From an optimization exercise on the open Yosys and OpenROAD flow, aimed at small area and a short achievable clock period; shortcuts taken in it are not production practice.

==> inputs of run G <==
==> flow/design.v (excerpt) <==
module ec_rmw (
    input  wire         clk,
    input  wire         rst_n,
    input  wire         in_valid,
    input  wire [1:0]   in_op,        
    input  wire [31:0]  in_mask,      
    input  wire [255:0] in_wdata,     
    input  wire [31:0]  in_wpoison,   
    input  wire [255:0] in_sdata,     
    input  wire [31:0]  in_scheck,    
    output reg          out_valid,
    output reg  [2:0]   out_class,
    output reg  [31:0]  out_synd,
    output reg  [255:0] out_rdata,
    output reg          out_poison,
    output reg          out_wb,
    output reg  [255:0] out_wdata,
    output reg  [31:0]  out_wcheck,
    output reg          out_ev_ce,
    output reg          out_ev_ue,
    output reg          out_ev_pw
);
==> module ec_rmw, before the edit <==
module ec_rmw (
    input  wire         clk,
    input  wire         rst_n,
    input  wire         in_valid,
    input  wire [1:0]   in_op,        
    input  wire [31:0]  in_mask,      
    input  wire [255:0] in_wdata,     
    input  wire [31:0]  in_wpoison,   
    input  wire [255:0] in_sdata,     
    input  wire [31:0]  in_scheck,    
    output reg          out_valid,
    output reg  [2:0]   out_class,
    output reg  [31:0]  out_synd,
    output reg  [255:0] out_rdata,
    output reg          out_poison,
    output reg          out_wb,
    output reg  [255:0] out_wdata,
    output reg  [31:0]  out_wcheck,
    output reg          out_ev_ce,
    output reg          out_ev_ue,
    output reg          out_ev_pw
);
    localparam OP_WRITE = 2'd1;
    localparam OP_SCRUB = 2'd2;
    wire [31:0] wmask = (in_op == OP_WRITE) ? in_mask : 32'd0;    
    reg [255:0] mraw;
    integer b;
    always @* begin
        for (b = 0; b < 32; b = b + 1)
            mraw[8 * b +: 8] = wmask[b] ? in_wdata[8 * b +: 8] : in_sdata[8 * b +: 8];
    end
    wire [31:0] scalc, mcalc;
    ec_encode u_senc (.data(in_sdata), .check(scalc));
    ec_encode u_menc (.data(mraw),     .check(mcalc));
    reg         q_valid;
    reg [1:0]   q_op;
    reg [31:0]  q_wmask;
    reg         q_full;
    reg         q_wpm;
    reg [255:0] q_sdata;
    reg [255:0] q_mraw;
    reg [31:0]  q_synd;
    reg [31:0]  q_mcalc;
    always @(posedge clk) begin
        if (!rst_n)
            q_valid <= 1'b0;
        else
            q_valid <= in_valid;
        q_op    <= in_op;
        q_wmask <= wmask;
        q_full  <= &in_mask;
        q_wpm   <= |(in_wpoison & in_mask);
        q_sdata <= in_sdata;
        q_mraw  <= mraw;
        q_synd  <= in_scheck ^ scalc;
        q_mcalc <= mcalc;
    end
    wire        zero, cbit, dbit, spois, uerr;
    wire [15:0] pair;
    ec_classify u_cls (.synd(q_synd), .zero(zero), .cbit(cbit), .dbit(dbit), .spois(spois),
                       .uerr(uerr), .pair(pair));
    wire [15:0] sc   = q_synd[31:16];
    wire        corr = cbit | dbit;
    wire        bad  = ~zero & ~corr;             
    wire        wr   = (q_op == OP_WRITE);
    wire        scrub = (q_op == OP_SCRUB);
    wire [15:0] row_fix  = pair & {16{dbit}};
    reg  [31:0] wrow_fix;
    reg  [255:0] flip, wflip;
    integer r, c;
    always @* begin
        for (r = 0; r < 16; r = r + 1) begin
            wrow_fix[2 * r]     = row_fix[r] & ~q_wmask[2 * r];
            wrow_fix[2 * r + 1] = row_fix[r] & ~q_wmask[2 * r + 1];
        end
        for (r = 0; r < 16; r = r + 1)
            for (c = 0; c < 16; c = c + 1) begin
                flip[16 * r + c]  = row_fix[r] & sc[c];
                wflip[16 * r + c] = wrow_fix[2 * r + c / 8] & sc[c];
            end
    end
    wire wfix = |wflip;
    wire wpo       = q_wpm | (~q_full & bad);
    wire wb_poison = wr ? wpo : (scrub & uerr);
    always @* begin
        out_valid  = q_valid;
        out_class  = {uerr, dbit | spois, cbit | spois};
        out_synd   = q_synd;
        out_rdata  = q_sdata ^ flip;
        out_poison = wr ? wpo : bad;
        out_wb     = wr | (scrub & (corr | uerr));
        out_wdata  = q_mraw ^ wflip;
        out_wcheck = q_mcalc ^ (q_synd & {32{wfix}}) ^ {{16{wb_poison}}, 16'h0000};
        out_ev_ce  = corr & ~(wr & q_full);
        out_ev_ue  = uerr & ~(wr & q_full);
        out_ev_pw  = wb_poison;
    end
endmodule
export LEC_CHECK = 0
export CAP_MARGIN = 20
export CORE_AREA = 5 5 425 425
export CTS_BUF_LIST = sky130_fd_sc_hd__clkbuf_4 sky130_fd_sc_hd__clkbuf_8
export DIE_AREA = 0 0 430 430
export SETUP_SLACK_MARGIN = 5
export SLEW_MARGIN = 20
create_clock -name core_clock -period 12.0 [get_ports {clk}]
standard.sh (not shown) runs the stock make flow with config.mk's settings and CLKGATE_MAP_FILE= SYNTH_SCRIPT=/design/flow/synth_recipe.tcl, a recipe that flattens the netlist after the stock synthesis.
==> flow/flow/run.sh <==
#!/bin/bash
# The standard layout (the standard.sh, unchanged synthesis, floorplan, power
# grid, placement, CTS and routing), with the port buffers that global placement
# inserts made as buf_1 cells instead of the resizer's default pick.
# Each ORFS step writes its full log under orfs/logs/; make's own output goes to
# flow_make.log in this folder.
set -euo pipefail
export BUFFER_PORTS_ARGS="-buffer_cell sky130_fd_sc_hd__buf_1"
bash standard.sh finish > flow_make.log 2>&1
==> run P (differences from run G) <==
--- a/flow/design.v
+++ b/flow/design.v
@@ -117,3 +117,5 @@
     localparam OP_SCRUB = 2'd2;
-    wire [31:0] wmask = (in_op == OP_WRITE) ? in_mask : 32'd0;    
+    wire        wr    = (in_op == OP_WRITE);
+    wire        scrub = (in_op == OP_SCRUB);
+    wire [31:0] wmask = wr ? in_mask : 32'd0;    
     reg [255:0] mraw;
@@ -127,11 +129,33 @@
     ec_encode u_menc (.data(mraw),     .check(mcalc));
+    wire [31:0] synd = in_scheck ^ scalc;
+    wire [15:0] sc   = synd[31:16];
+    wire        zero, cbit, dbit, spois, uerr;
+    wire [15:0] pair;
+    ec_classify u_cls (.synd(synd), .zero(zero), .cbit(cbit), .dbit(dbit), .spois(spois),
+                       .uerr(uerr), .pair(pair));
+    wire corr = cbit | dbit;
+    wire bad  = ~zero & ~corr;                   
+    wire full = &in_mask;
+    wire [15:0] row_fix = pair & {16{dbit}};
+    reg  [31:0] wrow_fix;
+    integer r;
+    always @* begin
+        for (r = 0; r < 16; r = r + 1) begin
+            wrow_fix[2 * r]     = row_fix[r] & ~wmask[2 * r];
+            wrow_fix[2 * r + 1] = row_fix[r] & ~wmask[2 * r + 1];
+        end
+    end
+    wire wfix = (|(wrow_fix & 32'h5555_5555) & |sc[7:0]) |
+                (|(wrow_fix & 32'hAAAA_AAAA) & |sc[15:8]);
+    wire wpo       = |(in_wpoison & in_mask) | (~full & bad);
+    wire wb_poison = wr ? wpo : (scrub & uerr);
     reg         q_valid;
-    reg [1:0]   q_op;
-    reg [31:0]  q_wmask;
-    reg         q_full;
-    reg         q_wpm;
     reg [255:0] q_sdata;
-    reg [255:0] q_mraw;
+    reg [255:0] q_mraw_n;    
     reg [31:0]  q_synd;
-    reg [31:0]  q_mcalc;
+    reg [15:0]  q_row_fix;
+    reg [31:0]  q_wrow_fix;
+    reg [2:0]   q_class;
+    reg [31:0]  q_wcheck;
+    reg         q_poison, q_wb, q_ev_ce, q_ev_ue, q_ev_pw;
     always @(posedge clk) begin
@@ -141,50 +165,36 @@
             q_valid <= in_valid;
-        q_op    <= in_op;
-        q_wmask <= wmask;
-        q_full  <= &in_mask;
-        q_wpm   <= |(in_wpoison & in_mask);
-        q_sdata <= in_sdata;
-        q_mraw  <= mraw;
-        q_synd  <= in_scheck ^ scalc;
-        q_mcalc <= mcalc;
-    end
-    wire        zero, cbit, dbit, spois, uerr;
-    wire [15:0] pair;
-    ec_classify u_cls (.synd(q_synd), .zero(zero), .cbit(cbit), .dbit(dbit), .spois(spois),
-                       .uerr(uerr), .pair(pair));
-    wire [15:0] sc   = q_synd[31:16];
-    wire        corr = cbit | dbit;
-    wire        bad  = ~zero & ~corr;             
-    wire        wr   = (q_op == OP_WRITE);
-    wire        scrub = (q_op == OP_SCRUB);
-    wire [15:0] row_fix  = pair & {16{dbit}};
-    reg  [31:0] wrow_fix;
-    reg  [255:0] flip, wflip;
-    integer r, c;
-    always @* begin
-        for (r = 0; r < 16; r = r + 1) begin
-            wrow_fix[2 * r]     = row_fix[r] & ~q_wmask[2 * r];
-            wrow_fix[2 * r + 1] = row_fix[r] & ~q_wmask[2 * r + 1];
-        end
-        for (r = 0; r < 16; r = r + 1)
+        q_sdata    <= in_sdata;
+        q_mraw_n   <= ~mraw;
+        q_synd     <= synd;
+        q_row_fix  <= row_fix;
+        q_wrow_fix <= wrow_fix;
+        q_class    <= {uerr, dbit | spois, cbit | spois};
+        q_wcheck   <= mcalc ^ (synd & {32{wfix}}) ^ {{16{wb_poison}}, 16'h0000};
+        q_poison   <= wr ? wpo : bad;
+        q_wb       <= wr | (scrub & (corr | uerr));
+        q_ev_ce    <= corr & ~(wr & full);
+        q_ev_ue    <= uerr & ~(wr & full);
+        q_ev_pw    <= wb_poison;
+    end
+    reg [255:0] flip, wflip;
+    integer rr, c;
+    always @* begin
+        for (rr = 0; rr < 16; rr = rr + 1)
             for (c = 0; c < 16; c = c + 1) begin
-                flip[16 * r + c]  = row_fix[r] & sc[c];
-                wflip[16 * r + c] = wrow_fix[2 * r + c / 8] & sc[c];
+                flip[16 * rr + c]  = q_row_fix[rr] & q_synd[16 + c];
+                wflip[16 * rr + c] = q_wrow_fix[2 * rr + c / 8] & q_synd[16 + c];
             end
     end
-    wire wfix = |wflip;
-    wire wpo       = q_wpm | (~q_full & bad);
-    wire wb_poison = wr ? wpo : (scrub & uerr);
     always @* begin
         out_valid  = q_valid;
-        out_class  = {uerr, dbit | spois, cbit | spois};
+        out_class  = q_class;
         out_synd   = q_synd;
         out_rdata  = q_sdata ^ flip;
-        out_poison = wr ? wpo : bad;
-        out_wb     = wr | (scrub & (corr | uerr));
-        out_wdata  = q_mraw ^ wflip;
-        out_wcheck = q_mcalc ^ (q_synd & {32{wfix}}) ^ {{16{wb_poison}}, 16'h0000};
-        out_ev_ce  = corr & ~(wr & q_full);
-        out_ev_ue  = uerr & ~(wr & q_full);
-        out_ev_pw  = wb_poison;
+        out_poison = q_poison;
+        out_wb     = q_wb;
+        out_wdata  = ~q_mraw_n ^ wflip;
+        out_wcheck = q_wcheck;
+        out_ev_ce  = q_ev_ce;
+        out_ev_ue  = q_ev_ue;
+        out_ev_pw  = q_ev_pw;
     end
==> flow/flow/run.sh (replaced) <==
#!/bin/bash
set -euo pipefail
export BUFFER_PORTS_ARGS="-buffer_cell sky130_fd_sc_hd__buf_1"
export SETUP_SLACK_MARGIN=7
bash standard.sh finish > flow_make.log 2>&1
--- a/flow/config.mk
+++ b/flow/config.mk
@@ -11,3 +11,2 @@
 export DIE_AREA = 0 0 430 430
-export SETUP_SLACK_MARGIN = 5
 export SLEW_MARGIN = 20
==> run Y (differences from run G) <==
--- a/flow/design.v
+++ b/flow/design.v
@@ -117,3 +117,5 @@
     localparam OP_SCRUB = 2'd2;
-    wire [31:0] wmask = (in_op == OP_WRITE) ? in_mask : 32'd0;    
+    wire        wr    = (in_op == OP_WRITE);
+    wire        scrub = (in_op == OP_SCRUB);
+    wire [31:0] wmask = wr ? in_mask : 32'd0;    
     reg [255:0] mraw;
@@ -127,11 +129,33 @@
     ec_encode u_menc (.data(mraw),     .check(mcalc));
+    wire [31:0] synd = in_scheck ^ scalc;
+    wire [15:0] sc   = synd[31:16];
+    wire        zero, cbit, dbit, spois, uerr;
+    wire [15:0] pair;
+    ec_classify u_cls (.synd(synd), .zero(zero), .cbit(cbit), .dbit(dbit), .spois(spois),
+                       .uerr(uerr), .pair(pair));
+    wire corr = cbit | dbit;
+    wire bad  = ~zero & ~corr;                   
+    wire full = &in_mask;
+    wire [15:0] row_fix = pair & {16{dbit}};
+    reg  [31:0] wrow_fix;
+    integer r;
+    always @* begin
+        for (r = 0; r < 16; r = r + 1) begin
+            wrow_fix[2 * r]     = row_fix[r] & ~wmask[2 * r];
+            wrow_fix[2 * r + 1] = row_fix[r] & ~wmask[2 * r + 1];
+        end
+    end
+    wire wfix = (|(wrow_fix & 32'h5555_5555) & |sc[7:0]) |
+                (|(wrow_fix & 32'hAAAA_AAAA) & |sc[15:8]);
+    wire wpo       = |(in_wpoison & in_mask) | (~full & bad);
+    wire wb_poison = wr ? wpo : (scrub & uerr);
     reg         q_valid;
-    reg [1:0]   q_op;
-    reg [31:0]  q_wmask;
-    reg         q_full;
-    reg         q_wpm;
     reg [255:0] q_sdata;
-    reg [255:0] q_mraw;
+    reg [255:0] q_mraw_n;    
     reg [31:0]  q_synd;
-    reg [31:0]  q_mcalc;
+    reg [15:0]  q_row_fix;
+    reg [31:0]  q_wrow_fix;
+    reg [2:0]   q_class;
+    reg [31:0]  q_wcheck;
+    reg         q_poison, q_wb, q_ev_ce, q_ev_ue, q_ev_pw;
     always @(posedge clk) begin
@@ -141,50 +165,36 @@
             q_valid <= in_valid;
-        q_op    <= in_op;
-        q_wmask <= wmask;
-        q_full  <= &in_mask;
-        q_wpm   <= |(in_wpoison & in_mask);
-        q_sdata <= in_sdata;
-        q_mraw  <= mraw;
-        q_synd  <= in_scheck ^ scalc;
-        q_mcalc <= mcalc;
-    end
-    wire        zero, cbit, dbit, spois, uerr;
-    wire [15:0] pair;
-    ec_classify u_cls (.synd(q_synd), .zero(zero), .cbit(cbit), .dbit(dbit), .spois(spois),
-                       .uerr(uerr), .pair(pair));
-    wire [15:0] sc   = q_synd[31:16];
-    wire        corr = cbit | dbit;
-    wire        bad  = ~zero & ~corr;             
-    wire        wr   = (q_op == OP_WRITE);
-    wire        scrub = (q_op == OP_SCRUB);
-    wire [15:0] row_fix  = pair & {16{dbit}};
-    reg  [31:0] wrow_fix;
-    reg  [255:0] flip, wflip;
-    integer r, c;
-    always @* begin
-        for (r = 0; r < 16; r = r + 1) begin
-            wrow_fix[2 * r]     = row_fix[r] & ~q_wmask[2 * r];
-            wrow_fix[2 * r + 1] = row_fix[r] & ~q_wmask[2 * r + 1];
-        end
-        for (r = 0; r < 16; r = r + 1)
+        q_sdata    <= in_sdata;
+        q_mraw_n   <= ~mraw;
+        q_synd     <= synd;
+        q_row_fix  <= row_fix;
+        q_wrow_fix <= wrow_fix;
+        q_class    <= {uerr, dbit | spois, cbit | spois};
+        q_wcheck   <= mcalc ^ (synd & {32{wfix}}) ^ {{16{wb_poison}}, 16'h0000};
+        q_poison   <= wr ? wpo : bad;
+        q_wb       <= wr | (scrub & (corr | uerr));
+        q_ev_ce    <= corr & ~(wr & full);
+        q_ev_ue    <= uerr & ~(wr & full);
+        q_ev_pw    <= wb_poison;
+    end
+    reg [255:0] flip, wflip;
+    integer rr, c;
+    always @* begin
+        for (rr = 0; rr < 16; rr = rr + 1)
             for (c = 0; c < 16; c = c + 1) begin
-                flip[16 * r + c]  = row_fix[r] & sc[c];
-                wflip[16 * r + c] = wrow_fix[2 * r + c / 8] & sc[c];
+                flip[16 * rr + c]  = q_row_fix[rr] & q_synd[16 + c];
+                wflip[16 * rr + c] = q_wrow_fix[2 * rr + c / 8] & q_synd[16 + c];
             end
     end
-    wire wfix = |wflip;
-    wire wpo       = q_wpm | (~q_full & bad);
-    wire wb_poison = wr ? wpo : (scrub & uerr);
     always @* begin
         out_valid  = q_valid;
-        out_class  = {uerr, dbit | spois, cbit | spois};
+        out_class  = q_class;
         out_synd   = q_synd;
         out_rdata  = q_sdata ^ flip;
-        out_poison = wr ? wpo : bad;
-        out_wb     = wr | (scrub & (corr | uerr));
-        out_wdata  = q_mraw ^ wflip;
-        out_wcheck = q_mcalc ^ (q_synd & {32{wfix}}) ^ {{16{wb_poison}}, 16'h0000};
-        out_ev_ce  = corr & ~(wr & q_full);
-        out_ev_ue  = uerr & ~(wr & q_full);
-        out_ev_pw  = wb_poison;
+        out_poison = q_poison;
+        out_wb     = q_wb;
+        out_wdata  = ~q_mraw_n ^ wflip;
+        out_wcheck = q_wcheck;
+        out_ev_ce  = q_ev_ce;
+        out_ev_ue  = q_ev_ue;
+        out_ev_pw  = q_ev_pw;
     end
--- a/flow/config.mk
+++ b/flow/config.mk
@@ -11,3 +11,3 @@
 export DIE_AREA = 0 0 430 430
-export SETUP_SLACK_MARGIN = 5
+export SETUP_SLACK_MARGIN = 3
 export SLEW_MARGIN = 20
==> notes <==
The lowest via count belongs to run Y, the highest to run P.
Of run Y and run P, run P has the higher worst setup slack (gap 2400 ps).
Area after synthesis: run Y is smaller than run G (about 2.2%).
Between run Y and run P, the lower fmax is in run Y (gap 30%, measured against run P).
Utilization, highest first: run P, run G, run Y.
Of run G and run P, run G has the higher clock-buffer cell count (gap 10).
No run of this note included a check of the RTL's function; only the layout flow was run.

==> re-timing with driven ports <==
No port has a modelled driver above. Below, the same layouts with a new extraction and two added sets of constraints.
Step 1 assumes that a clkbuf_16 drives the clock port and a buf_2 every other input.
Step 2 times the ports against the registers' clock, not the clock port: input delays grow and output delays shrink by t, the midpoint of the rising clock arrivals with the driver on.
Three values: no drivers, after step 1, after step 2; two values: the first two.
run	t, ns	slack for setup (ns)	clock arrival spread, ns
run G	0.956	5.107 / 5.035 / 5.230	0.059 / 0.058
run P	0.976	6.433 / 6.460 / 5.484	0.084 / 0.084
run Y	0.971	4.014 / 4.062 / 3.091	0.050 / 0.050
After both steps setup and hold are still met in every run listed. For run P, which loses most, drivers alone change the setup slack by +0.027 ns; drivers and shift together by -0.949 ns.
